Source: an optimization exercise on an open RTL-to-GDS flow (aim: small area, a short achievable clock period and few clock cycles). Production flows keep margins and buffers that such runs may drop. RTL that was checked went through simulation tests only; none was proved equivalent to the original.

==> 12-12: inputs <==
==> flow/design.v <==
module comb_divsqrt (
    input  wire        clk,
    input  wire        rst,        
    input  wire        start,      
    input  wire        op,         
    input  wire        sat,
    input  wire [55:0] a,          
    input  wire [55:0] b,          
    output wire        ready,
    output reg         done,
    output wire [55:0] result,
    output reg         flag_n,
    output reg         flag_z,
    output reg         flag_v,
    output reg         trap
);
    localparam S_IDLE = 2'd0, S_PREP = 2'd1, S_ITER = 2'd2, S_FIN = 2'd3;
    reg  [1:0]  state;
    reg  [5:0]  cnt;
    reg         r_sqrt, r_sat, r_neg;    
    reg         c_x;                     
    reg         r_bneg;                  
    reg         r_trap, r_zero, first;
    reg  [2:0]  q0;                      
    reg  [5:0]  lza, lzb;                
    reg         a_p2;                    
    reg         s_b, s_t, s_0;           
    reg  [58:0] R;       
    reg  [57:0] B;       
    reg  [55:0] Q;       
    reg         f2, f_up, f_negd, f_pos, f_ovs, f_trap, f_vsq;
    assign ready  = (state == S_IDLE) || (state == S_FIN);
    assign result = Q;
    wire take = start && ready;
    function [12:0] isqrt6(input [5:0] t);
        case (t)
            6'd0: isqrt6 = {3'd0, 4'd0, 3'd0, 3'd0};
            6'd1: isqrt6 = {3'd1, 4'd0, 3'd1, 3'd0};
            6'd2: isqrt6 = {3'd1, 4'd1, 3'd1, 3'd0};
            6'd3: isqrt6 = {3'd1, 4'd2, 3'd1, 3'd0};
            6'd4: isqrt6 = {3'd2, 4'd0, 3'd1, 3'd1};
            6'd5: isqrt6 = {3'd2, 4'd1, 3'd1, 3'd1};
            6'd6: isqrt6 = {3'd2, 4'd2, 3'd1, 3'd1};
            6'd7: isqrt6 = {3'd2, 4'd3, 3'd1, 3'd1};
            6'd8: isqrt6 = {3'd2, 4'd4, 3'd1, 3'd1};
            6'd9: isqrt6 = {3'd3, 4'd0, 3'd2, 3'd1};
            6'd10: isqrt6 = {3'd3, 4'd1, 3'd2, 3'd1};
            6'd11: isqrt6 = {3'd3, 4'd2, 3'd2, 3'd1};
            6'd12: isqrt6 = {3'd3, 4'd3, 3'd2, 3'd1};
            6'd13: isqrt6 = {3'd3, 4'd4, 3'd2, 3'd1};
            6'd14: isqrt6 = {3'd3, 4'd5, 3'd2, 3'd1};
            6'd15: isqrt6 = {3'd3, 4'd6, 3'd2, 3'd1};
            6'd16: isqrt6 = {3'd4, 4'd0, 3'd2, 3'd1};
            6'd17: isqrt6 = {3'd4, 4'd1, 3'd2, 3'd1};
            6'd18: isqrt6 = {3'd4, 4'd2, 3'd2, 3'd1};
            6'd19: isqrt6 = {3'd4, 4'd3, 3'd2, 3'd1};
            6'd20: isqrt6 = {3'd4, 4'd4, 3'd2, 3'd1};
            6'd21: isqrt6 = {3'd4, 4'd5, 3'd2, 3'd1};
            6'd22: isqrt6 = {3'd4, 4'd6, 3'd2, 3'd1};
            6'd23: isqrt6 = {3'd4, 4'd7, 3'd2, 3'd1};
            6'd24: isqrt6 = {3'd4, 4'd8, 3'd2, 3'd1};
            6'd25: isqrt6 = {3'd5, 4'd0, 3'd3, 3'd1};
            6'd26: isqrt6 = {3'd5, 4'd1, 3'd3, 3'd1};
            6'd27: isqrt6 = {3'd5, 4'd2, 3'd3, 3'd1};
            6'd28: isqrt6 = {3'd5, 4'd3, 3'd3, 3'd1};
            6'd29: isqrt6 = {3'd5, 4'd4, 3'd3, 3'd1};
            6'd30: isqrt6 = {3'd5, 4'd5, 3'd3, 3'd1};
            6'd31: isqrt6 = {3'd5, 4'd6, 3'd3, 3'd1};
            6'd32: isqrt6 = {3'd5, 4'd7, 3'd3, 3'd1};
            6'd33: isqrt6 = {3'd5, 4'd8, 3'd3, 3'd1};
            6'd34: isqrt6 = {3'd5, 4'd9, 3'd3, 3'd1};
            6'd35: isqrt6 = {3'd5, 4'd10, 3'd3, 3'd1};
            6'd36: isqrt6 = {3'd6, 4'd0, 3'd3, 3'd2};
            6'd37: isqrt6 = {3'd6, 4'd1, 3'd3, 3'd2};
            6'd38: isqrt6 = {3'd6, 4'd2, 3'd3, 3'd2};
            6'd39: isqrt6 = {3'd6, 4'd3, 3'd3, 3'd2};
            6'd40: isqrt6 = {3'd6, 4'd4, 3'd3, 3'd2};
            6'd41: isqrt6 = {3'd6, 4'd5, 3'd3, 3'd2};
            6'd42: isqrt6 = {3'd6, 4'd6, 3'd3, 3'd2};
            6'd43: isqrt6 = {3'd6, 4'd7, 3'd3, 3'd2};
            6'd44: isqrt6 = {3'd6, 4'd8, 3'd3, 3'd2};
            6'd45: isqrt6 = {3'd6, 4'd9, 3'd3, 3'd2};
            6'd46: isqrt6 = {3'd6, 4'd10, 3'd3, 3'd2};
            6'd47: isqrt6 = {3'd6, 4'd11, 3'd3, 3'd2};
            6'd48: isqrt6 = {3'd6, 4'd12, 3'd3, 3'd2};
            6'd49: isqrt6 = {3'd7, 4'd0, 3'd4, 3'd2};
            6'd50: isqrt6 = {3'd7, 4'd1, 3'd4, 3'd2};
            6'd51: isqrt6 = {3'd7, 4'd2, 3'd4, 3'd2};
            6'd52: isqrt6 = {3'd7, 4'd3, 3'd4, 3'd2};
            6'd53: isqrt6 = {3'd7, 4'd4, 3'd4, 3'd2};
            6'd54: isqrt6 = {3'd7, 4'd5, 3'd4, 3'd2};
            6'd55: isqrt6 = {3'd7, 4'd6, 3'd4, 3'd2};
            6'd56: isqrt6 = {3'd7, 4'd7, 3'd4, 3'd2};
            6'd57: isqrt6 = {3'd7, 4'd8, 3'd4, 3'd2};
            6'd58: isqrt6 = {3'd7, 4'd9, 3'd4, 3'd2};
            6'd59: isqrt6 = {3'd7, 4'd10, 3'd4, 3'd2};
            6'd60: isqrt6 = {3'd7, 4'd11, 3'd4, 3'd2};
            6'd61: isqrt6 = {3'd7, 4'd12, 3'd4, 3'd2};
            6'd62: isqrt6 = {3'd7, 4'd13, 3'd4, 3'd2};
            6'd63: isqrt6 = {3'd7, 4'd14, 3'd4, 3'd2};
            default: isqrt6 = 13'd0;
        endcase
    endfunction
    wire [55:0] a_1 = a ^ {56{a[55]}};
    wire [55:0] b_1 = b ^ {56{b[55]}};
    wire [5:0]  lz_a, lz_b;
    comb_divsqrt_lzc u_lza (.v({1'b0, a[55:1] ^ a[54:0]}), .n(lz_a));
    comb_divsqrt_lzc u_lzb (.v({1'b0, b[55:1] ^ b[54:0]}), .n(lz_b));
    wire        a_p2_in = a[55] && !(|(~a[55:1] & a[54:0]));
    wire        b_zero  = (b == 56'd0);
    wire [6:0]  dl    = {1'b0, lzb} - {1'b0, lza};            
    wire [5:0]  kd    = dl[5:0] + {5'd0, a_p2};               
    wire        k_neg = dl[6] && !(dl[5:1] == 5'b11111 && (dl[0] || a_p2));
    wire [5:0]  amt   = r_sqrt ? {lzb[5:1], 1'b0} : (dl[6] ? 6'd0 : dl[5:0]);
    wire [59:0] shp   = r_sqrt ? {B[55:0], 4'd0} :
                        a_p2   ? {2'd0, B[55:0], {2{r_bneg}}} : {3'd0, B[55:0], r_bneg};
    wire [59:0] sh0   = amt[0] ? {shp[58:0], r_bneg}        : shp;
    wire [59:0] sh1   = amt[1] ? {sh0[57:0], {2{r_bneg}}}   : sh0;
    wire [59:0] sh2   = amt[2] ? {sh1[55:0], {4{r_bneg}}}   : sh1;
    wire [59:0] sh3   = amt[3] ? {sh2[51:0], {8{r_bneg}}}   : sh2;
    wire [59:0] sh4   = amt[4] ? {sh3[43:0], {16{r_bneg}}}  : sh3;
    wire [59:0] sh    = amt[5] ? {sh4[27:0], {32{r_bneg}}}  : sh4;
    wire [5:0]  t6    = sh[59:54];
    wire [2:0]  r3, r3h, r3q;
    wire [3:0]  rem3;                                         
    assign {r3, rem3, r3h, r3q} = isqrt6(t6);
    wire        jle2  = (lzb[5:1] >= 5'd26);
    wire [2:0]  r3rnd = (lzb[5:1] == 5'd27) ? r3q : r3h;
    wire        sq_b0 = (lzb[5:1] == 5'd28);                  
    wire [5:0]  js    = 6'd24 - {1'b0, lzb[5:1]};             
    wire [5:0]  cnt_p = r_sqrt ? js : (dl[6] ? {5'd0, a_p2} : kd);
    wire        no_it = r_sqrt ? (r_neg || lzb[5:1] >= 5'd25) : (r_trap || k_neg);
    wire        sub   = !R[58];                               
    wire        negd = !r_sqrt && r_neg;
    wire [55:0] Qg   = first ? {{53{negd}}, q0} : Q;
    wire [57:0] opd  = ({58{s_b}} & B) |
                       ({58{s_t}} & {1'b0, Q[54:0], 2'b11}) |
                       ({58{s_0}} & {53'd0, q0, 2'b11});
    wire [58:0] Y    = {sub, opd[57:2] ^ {56{sub}}, opd[1] ^ (sub & s_b), opd[0] ^ sub};
    wire        cin  = sub ^ c_x;
    wire [59:0] dfx  = {R, 1'b1} + {Y, cin};
    wire [58:0] D    = dfx[59:1];
    wire        q    = !D[58];
    wire [58:0] R_it = r_sqrt ? {D[56:0], B[51:50]} : {D[57:0], 1'b0};
    wire [58:0] t_p   = R ^ Y;
    wire [58:0] t_o   = R | Y;
    wire        tie   = (t_p[0] == cin) && (t_p[58:1] == t_o[57:0]);
    wire        up    = !r_zero && q && (r_sqrt || !tie || (Qg[0] ^ negd));
    wire [55:0] Qf    = first ? {{53{f_negd}}, q0} : Q;
    wire        ovf   = f_pos && Qf[55];                    
    wire [55:0] X     = Qf ^ {56{f_ovs}};
    wire [55:0] X1    = X + 56'd1;
    wire        inc   = f_up ^ f_negd;
    wire [55:0] res   = inc ? X1 : X;
    wire        res_z = inc ? (&X) : ~(|X);
    always @(posedge clk) begin
        R      <= R_it;
        cnt    <= cnt - 6'd1;
        lza    <= lz_a;
        lzb    <= lz_b;
        a_p2   <= a_p2_in && !op;
        c_x    <= take ? a[55] : (!r_sqrt && r_bneg);
        s_b    <= !take && !r_sqrt;
        s_t    <= !take && (state != S_PREP) && r_sqrt;
        s_0    <= (state == S_PREP) && r_sqrt;
        f_up   <= up;
        f_negd <= negd;
        f_pos  <= !r_sqrt && !r_neg;
        f_ovs  <= !r_sqrt && !r_neg && r_sat && Qg[55];
        f_trap <= r_trap;
        f_vsq  <= r_sqrt && r_neg;
        trap   <= f_trap;
        flag_n <= res[55];
        flag_z <= res_z;
        flag_v <= ovf || f_vsq;
        if (rst) begin
            state <= S_IDLE;
            done  <= 1'b0;
            f2    <= 1'b0;
        end else begin
            done <= 1'b0;
            f2   <= 1'b0;
            if (f2) begin
                done   <= 1'b1;
                Q      <= res;
            end
            case (state)
                S_PREP: begin
                    first  <= 1'b1;
                    r_zero <= r_sqrt ? (r_neg || jle2) : k_neg;
                    q0     <= r_sqrt ? ((r_neg || sq_b0) ? 3'd0 : jle2 ? r3rnd : r3)
                                     : {3{r_neg}};
                    B      <= sh[57:0];
                    if (r_sqrt) R <= {53'd0, rem3, sh[53:52]};
                    cnt    <= cnt_p;
                    state  <= no_it ? S_FIN : S_ITER;
                end
                S_ITER: begin
                    first <= 1'b0;
                    if (r_sqrt) B <= {B[55:0], 2'b00};
                    Q     <= {Qg[54:0], q ^ negd};
                    if (cnt == 6'd0) state <= S_FIN;
                end
                S_FIN: begin
                    f2     <= 1'b1;
                    state  <= S_IDLE;
                end
                default: ;
            endcase
            if (take) begin
                state  <= S_PREP;
                R      <= {3'b100, a_1};
                B      <= {2'b0, b_1};
                r_bneg <= !op && b[55];
                r_trap <= !op && b_zero;
                r_sqrt <= op;
                r_sat  <= sat;
                r_neg  <= op ? b[55] : (a[55] ^ b[55]);
            end
        end
    end
endmodule
module comb_divsqrt_lzc (
    input  wire [55:0] v,
    output wire [5:0]  n
);
    wire [63:0] x = {v, 8'hff};
    wire [31:0] z1;  wire [31:0]     c1;
    wire [15:0] z2;  wire [16*2-1:0] c2;
    wire [7:0]  z3;  wire [8*3-1:0]  c3;
    wire [3:0]  z4;  wire [4*4-1:0]  c4;
    wire [1:0]  z5;  wire [2*5-1:0]  c5;
    genvar i;
    generate
        for (i = 0; i < 32; i = i + 1) begin : l1
            assign z1[i] = !(x[2*i+1] | x[2*i]);
            assign c1[i] = !x[2*i+1];
        end
        for (i = 0; i < 16; i = i + 1) begin : l2
            assign z2[i] = z1[2*i+1] & z1[2*i];
            assign c2[2*i+1:2*i] = z1[2*i+1] ? {1'b1, c1[2*i]} : {1'b0, c1[2*i+1]};
        end
        for (i = 0; i < 8; i = i + 1) begin : l3
            assign z3[i] = z2[2*i+1] & z2[2*i];
            assign c3[3*i+2:3*i] = z2[2*i+1] ? {1'b1, c2[2*(2*i)+1:2*(2*i)]}
                                             : {1'b0, c2[2*(2*i+1)+1:2*(2*i+1)]};
        end
        for (i = 0; i < 4; i = i + 1) begin : l4
            assign z4[i] = z3[2*i+1] & z3[2*i];
            assign c4[4*i+3:4*i] = z3[2*i+1] ? {1'b1, c3[3*(2*i)+2:3*(2*i)]}
                                             : {1'b0, c3[3*(2*i+1)+2:3*(2*i+1)]};
        end
        for (i = 0; i < 2; i = i + 1) begin : l5
            assign z5[i] = z4[2*i+1] & z4[2*i];
            assign c5[5*i+4:5*i] = z4[2*i+1] ? {1'b1, c4[4*(2*i)+3:4*(2*i)]}
                                             : {1'b0, c4[4*(2*i+1)+3:4*(2*i+1)]};
        end
    endgenerate
    assign n = z5[1] ? {1'b1, c5[4:0]} : {1'b0, c5[9:5]};
endmodule
==> flow/run.sh <==
#!/bin/bash
# synth_recipe.tcl (not shown) runs the flow's synth.tcl, then flattens the netlist and writes it again
# the make line also repeats each setting of config.mk as NAME=value (left out here)
make -C /OpenROAD-flow-scripts/flow DESIGN_CONFIG=/design/flow/config.mk WORK_HOME=/design/flow/orfs CLKGATE_MAP_FILE= SYNTH_SCRIPT=/design/flow/synth_recipe.tcl finish
==> flow/config.mk <==
export PLATFORM = sky130hd
export DESIGN_NAME = comb_divsqrt
export DESIGN_NICKNAME = comb_divsqrt
export VERILOG_FILES = /design/flow/design.v
export SDC_FILE = /design/flow/constraint.sdc
export NUM_CORES = 4
export LEC_CHECK = 0
export ABC_AREA = 1
export CAP_MARGIN = 20
export CORE_MARGIN = 2
export CORE_UTILIZATION = 40
export SETUP_SLACK_MARGIN = 5
export SLEW_MARGIN = 20
==> flow/constraint.sdc <==
create_clock -name core_clock -period 9.0 [get_ports {clk}]
set_input_delay 1.8000 -clock core_clock [delete_from_list [all_inputs] [get_ports {clk}]]
set_output_delay 1.8000 -clock core_clock [all_outputs]
set_load 0.01 [all_outputs]
==> 04-24: changes against 12-12 <==
--- a/flow/design.v
+++ b/flow/design.v
@@ -29,5 +29,5 @@
     reg  [57:0] B;       
     reg  [55:0] Q;       
-    reg         f2, f_up, f_negd, f_pos, f_ovs, f_trap, f_vsq;
+    reg         f2, f_g, f_tie, f_even, f_negd, f_pos, f_ovs, f_trap, f_vsq;
     assign ready  = (state == S_IDLE) || (state == S_FIN);
     assign result = Q;
@@ -143,8 +143,6 @@
     wire        q    = !D[58];
     wire [58:0] R_it = r_sqrt ? {D[56:0], B[51:50]} : {D[57:0], 1'b0};
-    wire [58:0] t_p   = R ^ Y;
-    wire [58:0] t_o   = R | Y;
-    wire        tie   = (t_p[0] == cin) && (t_p[58:1] == t_o[57:0]);
-    wire        up    = !r_zero && q && (r_sqrt || !tie || (Qg[0] ^ negd));
+    wire        tie   = (D == 59'd0);
+    wire        f_up  = f_g && !(f_tie && f_even);
     wire [55:0] Qf    = first ? {{53{f_negd}}, q0} : Q;
     wire        ovf   = f_pos && Qf[55];                    
@@ -164,5 +162,7 @@
         s_t    <= !take && (state != S_PREP) && r_sqrt;
         s_0    <= (state == S_PREP) && r_sqrt;
-        f_up   <= up;
+        f_g    <= !r_zero && q;
+        f_tie  <= tie;
+        f_even <= !r_sqrt && !(Qg[0] ^ negd);
         f_negd <= negd;
         f_pos  <= !r_sqrt && !r_neg;
==> flow/flow/run.sh (new file) <==
#!/bin/bash
# The standard layout (the standard.sh, unchanged synthesis and steps),
# with one difference: the port buffers that global placement inserts are
# plain sky130_fd_sc_hd__buf_1 cells instead of the flow's default pick
# (clkdlybuf4s50_1, a slower delay cell of larger area). Every input and
# output port still gets its buffer. The make output goes to standard.log;
# each ORFS step's full log stays under orfs/logs/.
set -euo pipefail
bash standard.sh "BUFFER_PORTS_ARGS=-buffer_cell sky130_fd_sc_hd__buf_1" finish > standard.log 2>&1
==> flow/standard.sh (new file) <==
#!/bin/bash
# synth_recipe.tcl (not shown) runs the flow's synth.tcl, then flattens the netlist and writes it again
# the make line also repeats each setting of config.mk as NAME=value (left out here)
make -C /OpenROAD-flow-scripts/flow DESIGN_CONFIG=/design/flow/config.mk WORK_HOME=/design/flow/orfs CLKGATE_MAP_FILE= SYNTH_SCRIPT=/design/flow/synth_recipe.tcl "${@:-finish}"
Settings changed: CORE_UTILIZATION 40 to 50.
removed: flow/run.sh
==> 09-07: changes against 12-12 <==
--- a/flow/design.v
+++ b/flow/design.v
@@ -29,5 +29,5 @@
     reg  [57:0] B;       
     reg  [55:0] Q;       
-    reg         f2, f_up, f_negd, f_pos, f_ovs, f_trap, f_vsq;
+    reg         f2, f_g, f_tie, f_even, f_negd, f_pos, f_ovs, f_trap, f_vsq;
     assign ready  = (state == S_IDLE) || (state == S_FIN);
     assign result = Q;
@@ -143,8 +143,6 @@
     wire        q    = !D[58];
     wire [58:0] R_it = r_sqrt ? {D[56:0], B[51:50]} : {D[57:0], 1'b0};
-    wire [58:0] t_p   = R ^ Y;
-    wire [58:0] t_o   = R | Y;
-    wire        tie   = (t_p[0] == cin) && (t_p[58:1] == t_o[57:0]);
-    wire        up    = !r_zero && q && (r_sqrt || !tie || (Qg[0] ^ negd));
+    wire        tie   = (D == 59'd0);
+    wire        f_up  = f_g && !(f_tie && f_even);
     wire [55:0] Qf    = first ? {{53{f_negd}}, q0} : Q;
     wire        ovf   = f_pos && Qf[55];                    
@@ -164,5 +162,7 @@
         s_t    <= !take && (state != S_PREP) && r_sqrt;
         s_0    <= (state == S_PREP) && r_sqrt;
-        f_up   <= up;
+        f_g    <= !r_zero && q;
+        f_tie  <= tie;
+        f_even <= !r_sqrt && !(Qg[0] ^ negd);
         f_negd <= negd;
         f_pos  <= !r_sqrt && !r_neg;
==> flow/flow/run.sh (new file) <==
#!/bin/bash
# The standard layout (the standard.sh, unchanged synthesis and steps),
# with one difference: the port buffers that global placement inserts are
# plain sky130_fd_sc_hd__buf_1 cells instead of the flow's default pick
# (clkdlybuf4s50_1, a slower delay cell of larger area). Every input and
# output port still gets its buffer. The make output goes to standard.log;
# each ORFS step's full log stays under orfs/logs/.
set -euo pipefail
bash standard.sh "BUFFER_PORTS_ARGS=-buffer_cell sky130_fd_sc_hd__buf_1" finish > standard.log 2>&1
==> flow/standard.sh (new file) <==
#!/bin/bash
# synth_recipe.tcl (not shown) runs the flow's synth.tcl, then flattens the netlist and writes it again
# the make line also repeats each setting of config.mk as NAME=value (left out here)
make -C /OpenROAD-flow-scripts/flow DESIGN_CONFIG=/design/flow/config.mk WORK_HOME=/design/flow/orfs CLKGATE_MAP_FILE= SYNTH_SCRIPT=/design/flow/synth_recipe.tcl "${@:-finish}"
removed: flow/run.sh
==> 01-02: changes against 12-12 <==
--- a/flow/design.v
+++ b/flow/design.v
@@ -29,5 +29,5 @@
     reg  [57:0] B;       
     reg  [55:0] Q;       
-    reg         f2, f_up, f_negd, f_pos, f_ovs, f_trap, f_vsq;
+    reg         f2, f_g, f_tie, f_even, f_negd, f_pos, f_ovs, f_trap, f_vsq;
     assign ready  = (state == S_IDLE) || (state == S_FIN);
     assign result = Q;
@@ -143,8 +143,6 @@
     wire        q    = !D[58];
     wire [58:0] R_it = r_sqrt ? {D[56:0], B[51:50]} : {D[57:0], 1'b0};
-    wire [58:0] t_p   = R ^ Y;
-    wire [58:0] t_o   = R | Y;
-    wire        tie   = (t_p[0] == cin) && (t_p[58:1] == t_o[57:0]);
-    wire        up    = !r_zero && q && (r_sqrt || !tie || (Qg[0] ^ negd));
+    wire        tie   = (D == 59'd0);
+    wire        f_up  = f_g && !(f_tie && f_even);
     wire [55:0] Qf    = first ? {{53{f_negd}}, q0} : Q;
     wire        ovf   = f_pos && Qf[55];                    
@@ -164,5 +162,7 @@
         s_t    <= !take && (state != S_PREP) && r_sqrt;
         s_0    <= (state == S_PREP) && r_sqrt;
-        f_up   <= up;
+        f_g    <= !r_zero && q;
+        f_tie  <= tie;
+        f_even <= !r_sqrt && !(Qg[0] ^ negd);
         f_negd <= negd;
         f_pos  <= !r_sqrt && !r_neg;
==> results.py <==
metrics = {
    "status": {
        "status": "finished clean",
    },
    "critical_path": {
        "crit_buf_inv": 4,
        "critPathLaunchType": "register",
    },
    "floorplan": {
        "die_x_um": 240,
        "die_y_um": 240,
    },
    "finish": {
        "final_nets": 4855,
    },
    "synthesis": {
        "synth_seq_cells": 222,
    },
}
# the run above: 04-24

==> results.py <==
metrics = {
    "status": {
        "status": "finished clean",
    },
    "critical_path": {
        "critPathLaunchType": "register",
    },
    "finish": {
        "final_nets": 4837,
    },
}
# the run above: 09-07

==> results.py <==
metrics = {
    "floorplan": {
        "die_y_um": 268,
    },
    "status": {
        "status": "finished clean",
    },
    "critical_path": {
        "critPathLaunchType": "input pin",
    },
    "finish": {
        "final_nets": 4856,
    },
}
# the run above: 01-02

==> results.py <==
metrics = {
    "synthesis": {
        "synth_seq_cells": 220,
    },
    "finish": {
        "final_nets": 5234,
    },
    "status": {
        "status": "finished clean",
    },
    "critical_path": {
        "crit_buf_inv": 2,
        "critPathLaunchType": "register",
    },
}
# the run above: 12-12

Testbench counts of 04-24, summed over its fixed seeds: cycles 37,870.
Testbench counts of 09-07, summed over its fixed seeds: cycles 37,870.
Testbench counts of 01-02, summed over its fixed seeds: cycles 37,870.
For 12-12, only the layout was checked, not whether the RTL still works.

[port drivers added, routing unchanged]
The flow's constraints put no driver on any port. The routed layouts listed below were extracted and timed again, unchanged, in two steps.
Step 1, drivers: a clkbuf_16 drives clk and a buf_2 each remaining input, both assumed.
Step 2 also shifts input and output timing later by t, the mid clock arrival at the registers, as if the neighbouring blocks saw the same clock.
Three values: ideal ports, drivers, drivers and shift; two values: the first two.
run | t (ns) | setup WS [ns] | hold slack, ns
12-12 | 0.688 | 4.944 / 4.917 / 4.331 | 0.346 / 0.346 / 0.346
04-24 | 0.690 | 5.021 / 5.021 / 4.472 | 0.328 / 0.328 / 0.328
09-07 | 0.686 | 5.045 / 5.045 / 4.455 | 0.326 / 0.326 / 0.326
01-02 | 0.669 | 5.088 / 5.037 / 4.462 | 0.328 / 0.328 / 0.328
After both steps setup and hold are still met in every run listed. The setup slack of 01-02, which loses most, moves by -0.051 ns with the drivers and by -0.626 ns with both steps.
